Background: an optimization exercise with open tools, aiming at small area, a short achievable clock period and few clock cycles per item. Do not read the settings as production practice. Function was not checked in any run shown here: the RTL went through the layout flow alone.

--- flow/run.sh ---
#!/bin/bash
# synth_recipe.tcl (not shown) runs the flow's synth.tcl, then flattens the netlist and writes it again
# the make line also repeats each setting of config.mk as NAME=value (left out here)
make -C /OpenROAD-flow-scripts/flow DESIGN_CONFIG=/design/flow/config.mk WORK_HOME=/design/flow/orfs CLKGATE_MAP_FILE= SYNTH_SCRIPT=/design/flow/synth_recipe.tcl finish
--- flow/config.mk ---
export PLATFORM = sky130hd
export DESIGN_NAME = sec_sha256
export DESIGN_NICKNAME = sec_sha256
export VERILOG_FILES = /design/flow/design.v
export SDC_FILE = /design/flow/constraint.sdc
export NUM_CORES = 4
export LEC_CHECK = 0
export CAP_MARGIN = 20
export CORE_MARGIN = 2
export CORE_UTILIZATION = 40
export SLEW_MARGIN = 20
--- flow/constraint.sdc ---
create_clock -name core_clock -period 11.0 [get_ports {clk}]
set_input_delay 2.2000 -clock core_clock [delete_from_list [all_inputs] [get_ports {clk}]]
set_output_delay 2.2000 -clock core_clock [all_outputs]
set_load 0.01 [all_outputs]
--- flow/design.v ---
module sec_sha256 (
    input  wire         clk,
    input  wire         rst,       
    input  wire         start,     
    input  wire         first,     
    input  wire [511:0] block,     
    output wire         ready,
    output wire [255:0] digest     
);
    localparam [255:0] IV = {32'h6a09e667, 32'hbb67ae85, 32'h3c6ef372, 32'ha54ff53a,
                             32'h510e527f, 32'h9b05688c, 32'h1f83d9ab, 32'h5be0cd19};
    function [31:0] k_next(input [5:0] t);
        case (t)
            6'd0:  k_next = 32'h71374491; 6'd1:  k_next = 32'hb5c0fbcf;
            6'd2:  k_next = 32'he9b5dba5; 6'd3:  k_next = 32'h3956c25b;
            6'd4:  k_next = 32'h59f111f1; 6'd5:  k_next = 32'h923f82a4;
            6'd6:  k_next = 32'hab1c5ed5; 6'd7:  k_next = 32'hd807aa98;
            6'd8:  k_next = 32'h12835b01; 6'd9:  k_next = 32'h243185be;
            6'd10: k_next = 32'h550c7dc3; 6'd11: k_next = 32'h72be5d74;
            6'd12: k_next = 32'h80deb1fe; 6'd13: k_next = 32'h9bdc06a7;
            6'd14: k_next = 32'hc19bf174; 6'd15: k_next = 32'he49b69c1;
            6'd16: k_next = 32'hefbe4786; 6'd17: k_next = 32'h0fc19dc6;
            6'd18: k_next = 32'h240ca1cc; 6'd19: k_next = 32'h2de92c6f;
            6'd20: k_next = 32'h4a7484aa; 6'd21: k_next = 32'h5cb0a9dc;
            6'd22: k_next = 32'h76f988da; 6'd23: k_next = 32'h983e5152;
            6'd24: k_next = 32'ha831c66d; 6'd25: k_next = 32'hb00327c8;
            6'd26: k_next = 32'hbf597fc7; 6'd27: k_next = 32'hc6e00bf3;
            6'd28: k_next = 32'hd5a79147; 6'd29: k_next = 32'h06ca6351;
            6'd30: k_next = 32'h14292967; 6'd31: k_next = 32'h27b70a85;
            6'd32: k_next = 32'h2e1b2138; 6'd33: k_next = 32'h4d2c6dfc;
            6'd34: k_next = 32'h53380d13; 6'd35: k_next = 32'h650a7354;
            6'd36: k_next = 32'h766a0abb; 6'd37: k_next = 32'h81c2c92e;
            6'd38: k_next = 32'h92722c85; 6'd39: k_next = 32'ha2bfe8a1;
            6'd40: k_next = 32'ha81a664b; 6'd41: k_next = 32'hc24b8b70;
            6'd42: k_next = 32'hc76c51a3; 6'd43: k_next = 32'hd192e819;
            6'd44: k_next = 32'hd6990624; 6'd45: k_next = 32'hf40e3585;
            6'd46: k_next = 32'h106aa070; 6'd47: k_next = 32'h19a4c116;
            6'd48: k_next = 32'h1e376c08; 6'd49: k_next = 32'h2748774c;
            6'd50: k_next = 32'h34b0bcb5; 6'd51: k_next = 32'h391c0cb3;
            6'd52: k_next = 32'h4ed8aa4a; 6'd53: k_next = 32'h5b9cca4f;
            6'd54: k_next = 32'h682e6ff3; 6'd55: k_next = 32'h748f82ee;
            6'd56: k_next = 32'h78a5636f; 6'd57: k_next = 32'h84c87814;
            6'd58: k_next = 32'h8cc70208; 6'd59: k_next = 32'h90befffa;
            6'd60: k_next = 32'ha4506ceb; 6'd61: k_next = 32'hbef9a3f7;
            6'd62: k_next = 32'hc67178f2; default: k_next = 32'h00000000;
        endcase
    endfunction
    localparam [31:0] K0 = 32'h428a2f98;
    reg       busy;
    reg [5:0] cnt;      
    assign ready = ~busy;
    wire last   = (cnt == 6'd63);
    wire round0 = busy & (cnt == 6'd0);
    always @(posedge clk) begin
        if (rst) begin
            busy <= 1'b0;
            cnt  <= 6'd0;
        end else if (busy) begin
            cnt <= cnt + 6'd1;
            if (last) busy <= 1'b0;
        end else begin
            cnt <= 6'd0;
            if (start) busy <= 1'b1;
        end
    end
    reg [31:0] H0, H1, H2, H3, H4, H5, H6, H7;
    reg [31:0] a, b, c, d, e, f, g, h;
    reg [31:0] W [0:15];    
    reg [31:0] p;           
    function [63:0] csa(input [31:0] x, input [31:0] y, input [31:0] z);
        csa = {((x & y) | (x & z) | (y & z)) << 1, x ^ y ^ z};
    endfunction
    wire [31:0] s1_e = {e[5:0], e[31:6]} ^ {e[10:0], e[31:11]} ^ {e[24:0], e[31:25]};
    wire [31:0] ch   = (e & f) ^ (~e & g);
    wire [31:0] s0_a = {a[1:0], a[31:2]} ^ {a[12:0], a[31:13]} ^ {a[21:0], a[31:22]};
    wire [31:0] maj  = (a & b) | (a & c) | (b & c);
    wire [31:0] xa = round0 ? h : (last ? H0 : 32'd0);
    wire [31:0] xe = round0 ? h : (last ? H4 : 32'd0);
    wire [63:0] ca1 = csa(s1_e, ch, p);
    wire [63:0] ca2 = csa(s0_a, maj, xa);
    wire [63:0] ca3 = csa(ca1[31:0], ca1[63:32], ca2[31:0]);
    wire [63:0] ca4 = csa(ca3[31:0], ca3[63:32], ca2[63:32]);
    wire [31:0] a_new = ca4[31:0] + ca4[63:32];
    wire [63:0] ce1 = csa(d, p, xe);
    wire [63:0] ce2 = csa(ce1[31:0], ce1[63:32], s1_e);
    wire [63:0] ce3 = csa(ce2[31:0], ce2[63:32], ch);
    wire [31:0] e_new = ce3[31:0] + ce3[63:32];
    wire [31:0] w1   = W[1];
    wire [31:0] w14  = W[14];
    wire [31:0] ss0  = {w1[6:0], w1[31:7]} ^ {w1[17:0], w1[31:18]} ^ {3'b000, w1[31:3]};
    wire [31:0] ss1  = {w14[16:0], w14[31:17]} ^ {w14[18:0], w14[31:19]} ^ {10'b0, w14[31:10]};
    wire [31:0] w_new = ss1 + W[9] + ss0 + W[0];
    wire [31:0] p_run  = g + k_next(cnt) + W[1];
    wire [31:0] p_init = K0 + block[511:480];
    wire        fin   = busy & (cnt[5:2] == 4'hf) & (cnt[1:0] != 2'd0);    
    wire [31:0] fa_a  = H3 + a;
    wire [31:0] fa_e  = H7 + e;
    integer i;
    always @(posedge clk) begin
        for (i = 0; i < 15; i = i + 1)
            W[i] <= busy ? W[i+1] : block[511 - 32*i -: 32];
        W[15] <= busy ? w_new : block[31:0];
        p <= busy ? p_run : p_init;
        if (busy) begin
            a <= a_new; b <= a; c <= b; d <= c;
            e <= e_new; f <= e; g <= f; h <= g;
        end else if (first) begin
            {a, b, c, d, e, f, g, h} <= IV;
        end else begin
            {a, b, c, d, e, f, g, h} <= {H0, H1, H2, H3, H4, H5, H6, H7};
        end
        if (!busy) begin
            if (start && first)
                {H0, H1, H2, H3, H4, H5, H6, H7} <= IV;
        end else begin
            if (fin) begin
                H1 <= fa_a; H2 <= H1; H3 <= H2;
                H5 <= fa_e; H6 <= H5; H7 <= H6;
            end
            if (last) begin
                H0 <= a_new;
                H4 <= e_new;
            end
        end
    end
    assign digest = {H0, H1, H2, H3, H4, H5, H6, H7};
endmodule
==> results.json, run 1 <==
{
  "max_slew.worst_pin.slew_ns": 1.077,
  "cp-end-kind": "flip-flop",
  "finalCritPeriodShare": 0.6138,
  "period_minus_slack_ns": 6.751,
  "drt_iter0_markers": 4632,
  "ctsHoldBuffers": 0,
  "rsz0062_at_grt": "false",
  "rows": 139,
  "dieArea_um2": 148200,
  "multi_input_area_um2": 31270,
  "startpoint_type": "flip-flop",
  "final_cell_mix": "dfxtp_1 (838), clkdlybuf4s50_1 (772), mux2_2 (498)",
  "globalplace.congestion": 0.9969,
  "worst-path-max-fanout": 28,
  "synth_edf_count": 256,
  "die_w_um": 385.0,
  "antenna_left": 0,
  "utilization": 0.4978,
  "detailed_place_hpwl_mm": 183.2,
  "die_h_um": 385.0,
  "area_growth_pct": 23.32,
  "cts_made_buffers": 119,
  "largest_register_ffs": 512,
  "io_buffers": 772,
  "nNetsFinal": 6961,
  "antenna_found_initial": 50,
  "drv_slew": 0,
  "clock_tree.root_cell": "clkbuf_16",
  "drive_above_1_share": 0.1313,
  "io_pins": 773,
  "drcViolationCount": 0,
  "holdPathStages": 1,
  "clock_latency_ns": 0.79,
  "async_reset_ff_frac": 0,
  "synth_area_um2": 58060,
  "ys.flop_type": "dfxtp_1",
  "vias": 44410,
  "clk_pin_slew_ns": 0.06,
  "criticalPathCategory": "flip-flop to flip-flop",
  "clock_skew_ns": 0.08581,
  "arrival_ns": 7.23,
  "cts_tree": "yes",
  "maxSlewHeadroom": 0.2821,
  "firstDrtPassIters": 6,
  "clockBufferDepth": 3,
  "required_ns": 11.48,
  "n_fill_cell": 13160,
  "placeableCoreArea_um2": 143800,
  "grt_usage": 0.3035,
  "grt_max_degree": 160,
  "wirelength_mm": 231.2,
  "status": "complete, no violations",
  "netlist_instances": 5293,
  "synth_seq_area_share": 0.4217,
  "ys_ff_latch": 1095,
  "grt_pass1_wl_mm": 321.3,
  "synth_cell_types": 83,
  "setup_tns_ns": 0,
  "overflow": 0,
  "min_path_type": "flip-flop to flip-flop",
  "postCtsSetupRepairBufs": 0,
  "final_common_cell": "dfxtp_1",
  "start_util": 0.4037,
  "maxCapViolCount": 0,
  "final-seq-area_um2": 24490,
  "h-tree-depth": 3,
  "setup_viol": 0,
  "max_freq_mhz": 148.1,
  "finalHoldViolCount": 0,
  "regMostFlops": "W",
  "yosys_warnings": 2,
  "r2r.worst_path.cells": 21,
  "cts_sinks": 1095,
  "syn-num-nets": 6327,
  "wl_per_cell_um": 29.09,
  "grt_pass1_vias": 44130,
  "cts_resized": 0,
  "syn_avg_cell_area_um2": 10.97,
  "vias_per_cell": 5.587
}
[cell families after synthesis]
family | after synthesis | synth area share
AOI/OAI and AO/OA | 1161 | 0.1383
DFF | 1095 | 0.4217
and+or+nand+nor | 891 | 0.07430
buffers and inverters | 638 | 0.04146
adders and majority gates | 546 | 0.1567
muxes | 536 | 0.1033
xor gates and xnor gates | 426 | 0.06426
[metrics by stage]
stage / setup slack, ns / hold slack, ns / cell area, µm² / instances
global placement: 4.394 / 0.4362 / 67510 / 7709
finish: 4.249 / 0.4432 / 71600 / 7949
detailed placement: 4.345 / 0.4383 / 67510 / 7709
CTS: 4.310 / 0.4378 / 71550 / 7929
global route: 3.930 / 0.4552 / 71580 / 7939
floorplan: 1.911 / 0.4319 / 58070 / 5293
[routing by layer]
| layer | part of all wire | track usage | vias up |
|---|---|---|---|
| li1 | - | - | 19850 |
| met1 | 0.39 | 0.3760 | 22070 |
| met2 | 0.48 | 0.5052 | 1980 |
| met3 | 0.086 | 0.07136 | 461 |
| met4 | 0.047 | 0.1283 | 46 |
| met5 | 0.0012 | 0 | - |
[path summary, 6_finish.rpt]
check,from,end,slack (ns)
worst min-delay path,W[3][5],W[2][5],0.44
worst max register to register,cnt[0],H0[30],4.25
worst max-delay path,cnt[0],H0[30],4.25
worst min register to register,W[3][5],W[2][5],0.44
[final cells by class]
class,instances,share of cell area
diodes,20,0.0006990
repair buffers,821,0.1136
multi-input cells,3560,0.4367
clock buffers,165,0.04866
clock inverters,55,0.007793
well taps,1903,0.03325
flip-flops and latches,1095,0.3420
inverters,330,0.01737
[cells in the mapped netlist, types with 28 or more instances]
cell / n / area [µm²]
a22o_1: 117 / 1025
ha_1: 207 / 2590
edfxtp_1: 256 / 7687
and2_1: 77 / 481.7
mux2i_1: 37 / 370.4
xnor2_1: 322 / 2820
fa_1: 311 / 6226
nor2_1: 212 / 795.8
dfxtp_1: 839 / 16800
o211ai_1: 37 / 277.8
nand2b_1: 103 / 644.4
nor3_1: 52 / 260.3
clkbuf_1: 268 / 1006
a21oi_1: 264 / 1321
o21ai_0: 174 / 870.8
nand2_1: 259 / 972.2
a211oi_1: 43 / 322.8
a31oi_1: 31 / 193.9
a22oi_1: 37 / 277.8
buf_1: 30 / 112.6
mux2_2: 498 / 5608
a21o_1: 109 / 818.3
inv_1: 328 / 1231
maj3_1: 28 / 280.3
o22a_1: 101 / 884.6
nand3_1: 63 / 315.3
xor2_1: 104 / 910.9
o21a_1: 56 / 420.4
[critical path, cell delays in order (launching register included)]
cell	delay (ns)
dfxtp_1	0.66
ha_1	0.42
inv_1	0.09
nor3_2	0.19
buf_4	0.39
a22oi_1	0.16
fa_1	0.56
inv_1	0.06
fa_1	0.54
inv_1	0.05
fa_1	0.47
inv_1	0.04
ha_1	0.24
fa_1	0.47
a21o_1	0.19
a221o_1	0.36
a2111oi_4	0.51
nor4_1	0.16
nor4b_1	0.46
o31ai_1	0.16
xnor2_1	0.15
nand2_1	0.08
==> run 2: changes to the inputs <==
--- a/flow/design.v
+++ b/flow/design.v
@@ -48,18 +48,28 @@
     localparam [31:0] K0 = 32'h428a2f98;
     reg       busy;
     reg [5:0] cnt;      
+    reg       round0;   
+    reg       last;     
+    reg       fin;      
     assign ready = ~busy;
-    wire last   = (cnt == 6'd63);
-    wire round0 = busy & (cnt == 6'd0);
     always @(posedge clk) begin
         if (rst) begin
-            busy <= 1'b0;
-            cnt  <= 6'd0;
+            busy   <= 1'b0;
+            cnt    <= 6'd0;
+            round0 <= 1'b0;
+            last   <= 1'b0;
+            fin    <= 1'b0;
         end else if (busy) begin
-            cnt <= cnt + 6'd1;
+            cnt    <= cnt + 6'd1;
+            round0 <= 1'b0;
+            last   <= (cnt == 6'd62);
+            fin    <= (cnt == 6'd60) | (cnt == 6'd61) | (cnt == 6'd62);
             if (last) busy <= 1'b0;
         end else begin
-            cnt <= 6'd0;
+            cnt    <= 6'd0;
+            round0 <= start;
+            last   <= 1'b0;
+            fin    <= 1'b0;
             if (start) busy <= 1'b1;
         end
     end
@@ -67,6 +77,23 @@
     reg [31:0] a, b, c, d, e, f, g, h;
     reg [31:0] W [0:15];    
     reg [31:0] p;           
+    function [31:0] add32(input [31:0] u, input [31:0] v);
+        reg [31:0] g, p, G, P, G2, P2;
+        integer i, l, dd;
+        begin
+            g = u & v; p = u ^ v; G = g; P = p;
+            for (l = 0; l < 5; l = l + 1) begin
+                dd = 1 << l; G2 = G; P2 = P;
+                for (i = 0; i < 32; i = i + 1)
+                    if ((i / dd) % 2 == 1) begin
+                        G2[i] = G[i] | (P[i] & G[(i/dd)*dd - 1]);
+                        P2[i] = P[i] & P[(i/dd)*dd - 1];
+                    end
+                G = G2; P = P2;
+            end
+            add32 = p ^ {G[30:0], 1'b0};
+        end
+    endfunction
     function [63:0] csa(input [31:0] x, input [31:0] y, input [31:0] z);
         csa = {((x & y) | (x & z) | (y & z)) << 1, x ^ y ^ z};
     endfunction
@@ -80,21 +107,23 @@
     wire [63:0] ca2 = csa(s0_a, maj, xa);
     wire [63:0] ca3 = csa(ca1[31:0], ca1[63:32], ca2[31:0]);
     wire [63:0] ca4 = csa(ca3[31:0], ca3[63:32], ca2[63:32]);
-    wire [31:0] a_new = ca4[31:0] + ca4[63:32];
+    wire [31:0] a_new = add32(ca4[31:0], ca4[63:32]);
     wire [63:0] ce1 = csa(d, p, xe);
     wire [63:0] ce2 = csa(ce1[31:0], ce1[63:32], s1_e);
     wire [63:0] ce3 = csa(ce2[31:0], ce2[63:32], ch);
-    wire [31:0] e_new = ce3[31:0] + ce3[63:32];
+    wire [31:0] e_new = add32(ce3[31:0], ce3[63:32]);
     wire [31:0] w1   = W[1];
     wire [31:0] w14  = W[14];
     wire [31:0] ss0  = {w1[6:0], w1[31:7]} ^ {w1[17:0], w1[31:18]} ^ {3'b000, w1[31:3]};
     wire [31:0] ss1  = {w14[16:0], w14[31:17]} ^ {w14[18:0], w14[31:19]} ^ {10'b0, w14[31:10]};
-    wire [31:0] w_new = ss1 + W[9] + ss0 + W[0];
-    wire [31:0] p_run  = g + k_next(cnt) + W[1];
+    wire [63:0] cw1   = csa(ss1, ss0, W[9]);
+    wire [63:0] cw2   = csa(cw1[31:0], cw1[63:32], W[0]);
+    wire [31:0] w_new = add32(cw2[31:0], cw2[63:32]);
+    wire [63:0] cp1    = csa(g, k_next(cnt), W[1]);
+    wire [31:0] p_run  = add32(cp1[31:0], cp1[63:32]);
     wire [31:0] p_init = K0 + block[511:480];
-    wire        fin   = busy & (cnt[5:2] == 4'hf) & (cnt[1:0] != 2'd0);    
-    wire [31:0] fa_a  = H3 + a;
-    wire [31:0] fa_e  = H7 + e;
+    wire [31:0] fa_a  = add32(H3, a);
+    wire [31:0] fa_e  = add32(H7, e);
     integer i;
     always @(posedge clk) begin
         for (i = 0; i < 15; i = i + 1)
==> run 2 against run 1 <==
Net effect:
- cell area decreased by 2.4%
- clock skew fell by 0.058 ns
- via count fell by 9.8%
- utilization up 0.33 points
- cell count down 5.0%
- largest cell class unchanged
- fmax grew 11%
- register-to-register slack improved by 0.68 ns
- die area decreased by 3.0%
- synthesized cell count decreased by 7.0%
- still clean
- flip-flop and latch count increased by 3
- clock-buffer cell count shrank 13
==> results.json, run 2 <==
{
  "clock_tree.root_cell": "clkbuf_16",
  "overflow": 0,
  "wl_per_cell_um": 27.99,
  "yosysMostFrequentCell": "dfxtp_1",
  "netlist_instances": 4920,
  "grt_usage": 0.2885,
  "io_buffers": 772,
  "cts_tree": "yes",
  "grt_max_degree": 160,
  "cts_resized": 0,
  "clk_pin_slew_ns": 0.06,
  "grt_pass1_vias": 40240,
  "n_fill_cell": 12600,
  "rows": 137,
  "nNetsFinal": 6606,
  "drv_slew": 0,
  "cp-end-kind": "flip-flop",
  "criticalPathCategory": "flip-flop to flip-flop",
  "clockBufferDepth": 3,
  "yosys.area.top_type": "dfxtp_1",
  "cts_sinks": 1098,
  "synth_top_area_frac": 0.2995,
  "clock_latency_ns": 0.77,
  "largest_register_ffs": 512,
  "arrival_ns": 6.54,
  "vias": 40060,
  "slowest_delay_ns": 0.81,
  "startpoint_type": "flip-flop",
  "setup_viol": 0,
  "placeableCoreArea_um2": 139500,
  "wirelength_mm": 211.3,
  "area_growth_pct": 24.22,
  "drcViolationCount": 0,
  "synth_cell_types": 91,
  "synth_seq_area_share": 0.4360,
  "status": "complete, no violations",
  "multi_input_area_um2": 29380,
  "period_minus_slack_ns": 6.073,
  "ys.flop_type": "dfxtp_1",
  "regMostFlops": "W",
  "yosys-top-cells-count": "dfxtp_1 (842), mux2_2 (506), xnor2_1 (363)",
  "path_buf_inv": 1,
  "cts_made_buffers": 121,
  "max_slew.worst_pin.slew_ns": 1.178,
  "crit_family": "adder cells",
  "drt_iter0_markers": 3649,
  "die_h_um": 379.1,
  "dieArea_um2": 143700,
  "async_reset_ff_frac": 0,
  "vias_per_cell": 5.306,
  "final_common_cell": "dfxtp_1",
  "antenna_found_initial": 30,
  "synth_area_um2": 56290,
  "antenna_left": 0,
  "postCtsSetupRepairBufs": 0,
  "syn-num-nets": 5965,
  "setup_tns_ns": 0,
  "yosys_warnings": 2,
  "cp_common_cell": "fa_1",
  "firstDrtPassIters": 8,
  "clock_skew_ns": 0.02782,
  "maxCapViolCount": 0,
  "io_pins": 773,
  "ys_ff_latch": 1098,
  "final_cell_mix": "dfxtp_1 (840), clkdlybuf4s50_1 (772), mux2_2 (506)",
  "die_w_um": 379.1,
  "grt_pass1_wl_mm": 295.5,
  "min_path_type": "flip-flop to flip-flop",
  "globalplace.congestion": 0.9448,
  "syn_avg_cell_area_um2": 11.44,
  "drive_above_1_share": 0.1396,
  "ctsHoldBuffers": 0,
  "finalCritPeriodShare": 0.5521,
  "worstPathCellList": "nor2b_4 -> buf_4 -> a22o_1 -> fa_1 -> fa_1 -> fa_1 -> ha_1 -> fa_1 -> a21o_1 -> a21oi_1 -> o21a_1 -> o21ai_1 -> a21oi_1 -> nor3_1 -> or3_1 -> a21o_1 -> xnor2_1 -> nand2_1",
  "h-tree-depth": 3,
  "final-seq-area_um2": 24550,
  "finalHoldViolCount": 0,
  "synth_edf_count": 256,
  "required_ns": 11.47,
  "detailed_place_hpwl_mm": 168.0,
  "crit_slowest_cell": "dfxtp_2",
  "max_freq_mhz": 164.7,
  "rsz0062_at_grt": "false",
  "maxSlewHeadroom": 0.2146,
  "synth_area_leaders": "dfxtp_1 (30%), edfxtp_1 (14%), fa_1 (11%)",
  "holdWs_ns": 0.4516,
  "worst-path-max-fanout": 32,
  "start_util": 0.4034,
  "r2r_slack_ns": 4.93
}
run 2: changes by cell type after synthesis, sizes merged, moves of 14 or more:
cell    previous run  this run
xor2             104        78
xnor2            322       363
o22ai             20         5
a211oi            43        20
a21o             109        82
inv              329       346
buf               40        24
nor2             212       173
o21ai            179       148
a21oi            266       186
nand2            259       199
nand3             63        46
nor3              53        39
run 2: layer usage:
layer  part of all wire  track usage  wire length [µm]  up-vias
li1                   -            -                 -    18310
met1               0.40       0.3641             85540    19750
met2               0.49       0.4876            103100     1614
met3              0.065      0.05491             13630      337
met4              0.041       0.1092              8745       40
met5             0.0012            0               247        -
run 2: path summary, 6_finish.rpt:
kind | endpoint | cells after the start | start
hold / removal | W[7][31] | 1 | W[8][31]
setup / recovery | H0[29] | 18 | round0
setup reg to reg | H0[29] | 18 | round0
hold reg to reg | W[7][31] | 1 | W[8][31]
run 2: stage by stage:
step	cells	instance area, µm²	setup WS, ns	utilization
after floorplan	4920	56290	4.073	-
after detailed placement	7314	65630	4.925	0.4704
final	7549	69920	4.927	0.5011
after global routing	7545	69910	4.534	0.5010
after global placement	7314	65630	4.922	0.4704
after CTS	7541	69900	4.966	0.5010
run 2: cells by family after synthesis:
| logic type | share of synthesized area |
|---|---|
| AOI/OAI and AO/OA | 0.1165 |
| xor gates and xnor gates | 0.06862 |
| and+or+nand+nor | 0.06295 |
| buffers and inverters | 0.04259 |
| adders and majority gates | 0.1673 |
| DFF | 0.4360 |
| muxes | 0.1060 |
run 2: cell type report:
cell class	count	area share
Antenna cell	8	0.0002863
Clock buffer	152	0.04798
Clock inverter	75	0.01301
Inverter	347	0.01870
Multi-Input combinational cell	3184	0.4201
Sequential cell	1098	0.3511
Tap cell	1876	0.03357
Timing Repair Buffer	809	0.1152
==> run 3: changes to the inputs <==
--- a/flow/design.v
+++ b/flow/design.v
@@ -107,11 +107,11 @@
     wire [63:0] ca2 = csa(s0_a, maj, xa);
     wire [63:0] ca3 = csa(ca1[31:0], ca1[63:32], ca2[31:0]);
     wire [63:0] ca4 = csa(ca3[31:0], ca3[63:32], ca2[63:32]);
-    wire [31:0] a_new = add32(ca4[31:0], ca4[63:32]);
+    wire [31:0] a_new = ca4[31:0] + ca4[63:32];
     wire [63:0] ce1 = csa(d, p, xe);
     wire [63:0] ce2 = csa(ce1[31:0], ce1[63:32], s1_e);
     wire [63:0] ce3 = csa(ce2[31:0], ce2[63:32], ch);
-    wire [31:0] e_new = add32(ce3[31:0], ce3[63:32]);
+    wire [31:0] e_new = ce3[31:0] + ce3[63:32];
     wire [31:0] w1   = W[1];
     wire [31:0] w14  = W[14];
     wire [31:0] ss0  = {w1[6:0], w1[31:7]} ^ {w1[17:0], w1[31:18]} ^ {3'b000, w1[31:3]};
==> run 3 against run 2 <==
Net effect:
- cell area increased by 1.5%
- wire length rose by 5.3%
- largest cell class unchanged
- critical path depth unchanged
- highest routed layer unchanged
- die area grew 1.8%
- synthesized area rose by 1.8%
- still clean on timing, DRC and antenna
- clock skew grew 0.024 ns
==> results.json, run 3 <==
{
  "status": "complete, no violations",
  "grt_pass1_vias": 42340,
  "holdWs_ns": 0.4220,
  "maxCapViolCount": 0,
  "yosys-top-cells-count": "dfxtp_1 (842), mux2_2 (500), xnor2_1 (342)",
  "cts_sinks": 1098,
  "finalCritPeriodShare": 0.5814,
  "max_freq_mhz": 156.4,
  "cp_common_cell": "fa_1",
  "cp-end-kind": "flip-flop",
  "overflow": 0,
  "syn_avg_cell_area_um2": 11.14,
  "fin_area_um2": 71000,
  "nNetsFinal": 6833,
  "h-tree-depth": 3,
  "syn-num-nets": 6179,
  "crit_slowest_cell": "o311ai_0",
  "cts_made_buffers": 119,
  "cts_tree": "yes",
  "ys_ff_latch": 1098,
  "antenna_left": 0,
  "die_h_um": 382.6,
  "crit_family": "compound AO/OA/AOI/OAI gates",
  "antenna_found_initial": 35,
  "drt_iter0_markers": 3479,
  "clk_pin_slew_ns": 0.06,
  "clock_tree.root_cell": "clkbuf_16",
  "clockBufferDepth": 3,
  "yosysMostFrequentCell": "dfxtp_1",
  "clock_latency_ns": 0.79,
  "maxSlewHeadroom": 0.2615,
  "vias": 42590,
  "ys.flop_type": "dfxtp_1",
  "rows": 138,
  "synth_top_area_frac": 0.2940,
  "startpoint_type": "flip-flop",
  "synth_edf_count": 256,
  "grt_max_degree": 161,
  "period_minus_slack_ns": 6.395,
  "io_pins": 773,
  "async_reset_ff_frac": 0,
  "setup_viol": 0,
  "drv_slew": 0,
  "drive_above_1_share": 0.1384,
  "max_slew.worst_pin.slew_ns": 1.108,
  "postCtsSetupRepairBufs": 0,
  "yosys_warnings": 2,
  "cts_resized": 0,
  "rsz0062_at_grt": "false",
  "n_fill_cell": 12950,
  "netlist_instances": 5145,
  "multi_input_area_um2": 30620,
  "utilization": 0.5002,
  "synth_seq_area_share": 0.4281,
  "min_path_type": "flip-flop to flip-flop",
  "synth_cell_types": 91,
  "io_buffers": 772,
  "globalplace.congestion": 0.9834,
  "wl_per_cell_um": 28.51,
  "synth_area_um2": 57330,
  "regMostFlops": "W",
  "detailed_place_hpwl_mm": 176.0,
  "place_area_um2": 66820,
  "final_common_cell": "dfxtp_1",
  "setup_tns_ns": 0,
  "required_ns": 11.49,
  "vias_per_cell": 5.455,
  "criticalPathCategory": "flip-flop to flip-flop",
  "worst-path-max-fanout": 33,
  "die_w_um": 382.6,
  "placeableCoreArea_um2": 141900,
  "wirelength_mm": 222.6,
  "slowest_delay_ns": 0.66,
  "drcViolationCount": 0,
  "start_util": 0.4039,
  "grt_pass1_wl_mm": 312.0,
  "final-seq-area_um2": 24550,
  "dieArea_um2": 146400,
  "synth_area_leaders": "dfxtp_1 (29%), edfxtp_1 (13%), fa_1 (10%)",
  "largest_register_ffs": 512,
  "yosys.area.top_type": "dfxtp_1",
  "worstPathCellList": "nor2b_4 -> buf_4 -> buf_4 -> a22oi_1 -> fa_1 -> fa_1 -> inv_1 -> fa_1 -> ha_1 -> o21ai_0 -> nor2_1 -> o311ai_0 -> a21oi_1 -> nor3_1 -> o21a_1 -> o21bai_1 -> o31ai_1 -> a21oi_1",
  "finalHoldViolCount": 0,
  "firstDrtPassIters": 6,
  "ctsHoldBuffers": 0,
  "arrival_ns": 6.88,
  "path_buf_inv": 3,
  "final_cell_mix": "dfxtp_1 (840), clkdlybuf4s50_1 (772), mux2_2 (500)",
  "clock_skew_ns": 0.05170,
  "area_growth_pct": 23.85,
  "grt_usage": 0.2972
}
-- run 3: changes by cell type after synthesis, moves of 21 or more --
| cell | delta |
|---|---|
| fa_1 | -24 |
| inv_1 | -52 |
| xnor2_1 | -21 |
| nand2_1 | +56 |
| nor3_1 | +26 |
| o21ai_0 | +66 |
-- run 3: path summary, 6_finish.rpt --
check	slack [ns]	end	cells past startpoint	start
worst max-delay path	4.60	H0[29]	18	round0
worst min-delay path	0.42	W[12][12]	1	W[13][12]
worst max register to register	4.60	H0[29]	18	round0
worst min register to register	0.42	W[12][12]	1	W[13][12]
-- run 3: kinds of logic after synthesis --
kind of cell | count (synthesis) | synth area share
adder cells (fa/ha/maj) | 539 | 0.1557
buffers and inverters | 591 | 0.03900
XOR/XNOR | 440 | 0.06735
flip-flops | 1098 | 0.4281
multiplexers | 538 | 0.1049
AO/OA/AOI/OAI | 1074 | 0.1315
AND/OR/NAND/NOR | 865 | 0.07338
-- run 3: metal layers --
layer / vias up / track usage / share of wire
li1: 19370 / - / -
met1: 21060 / 0.3791 / 0.41
met4: 46 / 0.1153 / 0.043
met5: - / 0 / 0.0014
met3: 392 / 0.05690 / 0.068
met2: 1714 / 0.4959 / 0.48
-- run 3: area by class of cell --
type | count | area share
Clock inverter | 58 | 0.01026
Sequential cell | 1098 | 0.3458
Multi-Input combinational cell | 3456 | 0.4313
Antenna cell | 14 | 0.0004935
Tap cell | 1890 | 0.03331
Clock buffer | 167 | 0.04802
Timing Repair Buffer | 828 | 0.1151
Inverter | 296 | 0.01572
-- run 3: through the flow --
step | cells | setup slack [ns]
final | 7807 | 4.605
after global routing | 7800 | 4.220
after CTS | 7793 | 4.611
after detailed placement | 7568 | 4.628
after global placement | 7568 | 4.659
after floorplan | 5145 | 3.870
==> run 4: changes to the inputs <==
--- a/flow/design.v
+++ b/flow/design.v
@@ -107,11 +107,11 @@
     wire [63:0] ca2 = csa(s0_a, maj, xa);
     wire [63:0] ca3 = csa(ca1[31:0], ca1[63:32], ca2[31:0]);
     wire [63:0] ca4 = csa(ca3[31:0], ca3[63:32], ca2[63:32]);
-    wire [31:0] a_new = ca4[31:0] + ca4[63:32];
+    wire [31:0] a_new = add32(ca4[31:0], ca4[63:32]);
     wire [63:0] ce1 = csa(d, p, xe);
     wire [63:0] ce2 = csa(ce1[31:0], ce1[63:32], s1_e);
     wire [63:0] ce3 = csa(ce2[31:0], ce2[63:32], ch);
-    wire [31:0] e_new = ce3[31:0] + ce3[63:32];
+    wire [31:0] e_new = add32(ce3[31:0], ce3[63:32]);
     wire [31:0] w1   = W[1];
     wire [31:0] w14  = W[14];
     wire [31:0] ss0  = {w1[6:0], w1[31:7]} ^ {w1[17:0], w1[31:18]} ^ {3'b000, w1[31:3]};
==> flow/flow/run.sh (new file) <==
#!/bin/bash
# Standard ORFS layout (the standard.sh) with two changes to how it is made:
#  * port buffers use the small sky130_fd_sc_hd__buf_1 instead of the default pick;
#  * timing repair aims for extra setup slack beyond the clock period.
set -euo pipefail
export BUFFER_PORTS_ARGS="-buffer_cell sky130_fd_sc_hd__buf_1"
export SETUP_SLACK_MARGIN=6
bash standard.sh > standard_sh.log 2>&1
==> flow/standard.sh (new file) <==
#!/bin/bash
# synth_recipe.tcl (not shown) runs the flow's synth.tcl, then flattens the netlist and writes it again
# the make line also repeats each setting of config.mk as NAME=value (left out here)
make -C /OpenROAD-flow-scripts/flow DESIGN_CONFIG=/design/flow/config.mk WORK_HOME=/design/flow/orfs CLKGATE_MAP_FILE= SYNTH_SCRIPT=/design/flow/synth_recipe.tcl "${@:-finish}"
removed: flow/run.sh
==> run 4 against run 3 <==
Net effect:
- utilization fell by 2.4 points
- largest cell class unchanged
- flip-flop and latch count did not move
- clock skew rose by 0.020 ns
- still clean
- first-iteration DRC count fell by 9.8%
- die area fell by 1.8%
- synthesized cell count fell by 4.4%
- wire length fell by 6.4%
- clock-buffer cell count fell by 1
- register-to-register slack improved by 1.2 ns
- critical endpoint is now H4[30]
==> results.json, run 4 <==
{
  "status": "complete, no violations",
  "arrival_ns": 5.73,
  "synth_area_leaders": "dfxtp_1 (30%), edfxtp_1 (14%), fa_1 (11%)",
  "period_minus_slack_ns": 5.244,
  "dp.cells": 7319,
  "clockBufferDepth": 3,
  "min_path_type": "flip-flop to flip-flop",
  "ys_ff_latch": 1098,
  "placeableCoreArea_um2": 139500,
  "die_w_um": 379.1,
  "cts_sinks": 1098,
  "synth_top_area_frac": 0.2995,
  "overflow": 0,
  "worst-path-max-fanout": 6,
  "grt_max_degree": 185,
  "dieArea_um2": 143700,
  "synth_area_um2": 56290,
  "maxCapViolCount": 0,
  "yosys_warnings": 2,
  "rsz0062_at_grt": "true",
  "final_common_cell": "dfxtp_1",
  "synth_seq_area_share": 0.4360,
  "holdWs_ns": 0.4230,
  "syn_avg_cell_area_um2": 11.44,
  "detailed_place_hpwl_mm": 163.4,
  "rows": 137,
  "clk_pin_slew_ns": 0.06,
  "grt_usage": 0.2825,
  "finalHoldViolCount": 0,
  "cts_tree": "yes",
  "drv_slew": 0,
  "drive_above_1_share": 0.1708,
  "antenna_left": 0,
  "wirelength_mm": 208.3,
  "final_cell_mix": "dfxtp_1 (801), buf_1 (772), mux2_2 (506)",
  "max_freq_mhz": 190.7,
  "start_util": 0.4034,
  "cp-end-kind": "flip-flop",
  "yosysMostFrequentCell": "dfxtp_1",
  "startpoint_type": "flip-flop",
  "nNetsFinal": 6662,
  "vias_per_cell": 5.297,
  "async_reset_ff_frac": 0,
  "criticalPathCategory": "flip-flop to flip-flop",
  "synth_cell_types": 91,
  "synth_edf_count": 256,
  "finalCritPeriodShare": 0.4767,
  "ctsHoldBuffers": 0,
  "die_h_um": 379.1,
  "largest_register_ffs": 512,
  "clock_skew_ns": 0.07155,
  "stdcell_count": 7607,
  "yosys.area.top_type": "dfxtp_1",
  "ys.flop_type": "dfxtp_1",
  "clock_tree.root_cell": "clkbuf_16",
  "clock_latency_ns": 0.79,
  "required_ns": 11.49,
  "syn-num-nets": 5965,
  "globalplace.congestion": 0.9729,
  "firstDrtPassIters": 5,
  "area_growth_pct": 17.98,
  "h-tree-depth": 3,
  "cts_made_buffers": 117,
  "drt_iter0_markers": 3138,
  "netlist_instances": 4920,
  "antenna_found_initial": 31,
  "io_buffers": 772,
  "drcViolationCount": 0,
  "wl_per_cell_um": 27.38,
  "setup_tns_ns": 0,
  "max_slew.worst_pin.slew_ns": 1.094,
  "grt_pass1_wl_mm": 290.2,
  "maxSlewHeadroom": 0.2709,
  "yosys-top-cells-count": "dfxtp_1 (842), mux2_2 (506), xnor2_1 (363)",
  "setup_viol": 0,
  "grt_pass1_vias": 40290,
  "vias": 40300,
  "io_pins": 773,
  "regMostFlops": "W"
}
## run 4: cell count changes in the layout (fill, tap and decap cells not counted), moves of 37 or more
cell,change
ha_1,-37
a21oi_1,-37
o21ai_0,-67
clkdlybuf4s50_1,-772
nand2_1,-55
dfxtp_1,-39
buf_1,+772
inv_1,+47
## run 4: metal layers
layer  routed length, µm  vias up  global-route usage  part of all wire
met5                 214        -                   0            0.0010
met4                9099       34              0.1128             0.044
met3               14270      332             0.05790             0.068
met2               99840     1567              0.4693              0.48
met1               84860    19950              0.3584              0.41
li1                    -    18410                   -                 -
## run 4: cell families (layout without fill, tap and decap cells)
kind of cell | Yosys count | count (layout) | synth area share
XOR/XNOR | 441 | 441 | 0.06862
buffers and inverters | 638 | 1439 | 0.04259
multiplexers | 533 | 533 | 0.1060
AND/OR/NAND/NOR | 724 | 724 | 0.06295
adder cells (fa/ha/maj) | 567 | 567 | 0.1673
other | 0 | 10 | 0
AO/OA/AOI/OAI | 919 | 919 | 0.1165
flip-flops | 1098 | 1098 | 0.4360
## run 4: critical path, stage by stage (launching register included)
cell,delay [ns]
dfxtp_2,0.34
nor2b_4,0.26
buf_12,0.15
buf_16,0.13
buf_12,0.14
a22oi_2,0.07
fa_1,0.56
inv_2,0.04
fa_1,0.57
fa_1,0.48
ha_4,0.30
nand4_1,0.26
or4_4,0.58
a21oi_4,0.26
o41a_1,0.21
a2111o_1,0.23
a21oi_2,0.08
xor2_1,0.22
nand2_1,0.08
## run 4: path summary, 6_finish.rpt
check | cells past startpoint | start | end | slack (ns)
worst max-delay path | 18 | last | H4[30] | 5.76
worst min-delay path | 1 | W[8][11] | W[7][11] | 0.42
worst min register to register | 1 | W[8][11] | W[7][11] | 0.42
worst max register to register | 18 | last | H4[30] | 5.76
## run 4: what timing repair did
item,CTS,global route
pin swaps,69,58
buffers inserted,34,16
gates resized for setup,128,58
setup endpoints to repair,88,59
cloned,5,0
## run 4: cell type report
type | instances | area [µm²]
diodes | 10 | 25.02
clock buffers | 166 | 3333
clock inverters | 57 | 868.3
fillers | 12960 | 73120
inverters | 347 | 1308
multi-input cells | 3184 | 30080
flip-flops and latches | 1098 | 24610
well taps | 1876 | 2347
repair buffers | 869 | 3836
## run 4: metrics by stage
step / area (µm²) / setup slack (ns) / utilization
floorplan: 56310 / 6.006 / -
global placement: 60810 / 4.837 / 0.4358
detailed placement: 60810 / 4.751 / 0.4358
CTS: 66010 / 5.674 / 0.4731
global route: 66400 / 5.607 / 0.4759
finish: 66410 / 5.756 / 0.4759

-- afterwards: timing with drivers on the ports --
No port has a modelled driver above. Below, the same layouts with a new extraction and two added sets of constraints. Step 1 (the two cells are an assumption about what drives the block):
set clk [get_ports {clk}]
set_driving_cell -lib_cell sky130_fd_sc_hd__clkbuf_16 $clk
set_driving_cell -lib_cell sky130_fd_sc_hd__buf_2 [delete_from_list [all_inputs] $clk]
Step 2, shift: input delay + t, output delay - t, t = (earliest + latest rising clock arrival at the registers) / 2. This alone moves slack from input paths to output paths. Slacks: no drivers / after step 1 / after step 2; pairs: no drivers / after step 1.
run | t (ns) | setup WS [ns] | worst setup path at the end
run 1 | 0.827 | 4.249 / 4.249 / 4.249 | register to register
run 2 | 0.835 | 4.927 / 4.927 / 4.846 | input to register
run 3 | 0.845 | 4.605 / 4.605 / 4.605 | register to register
run 4 | 0.836 | 5.756 / 5.756 / 5.526 | input to register
After both steps setup and hold are still met in every run listed. The setup slack of run 4, which loses most, moves by 0.000 ns with the drivers and by -0.230 ns with both steps.
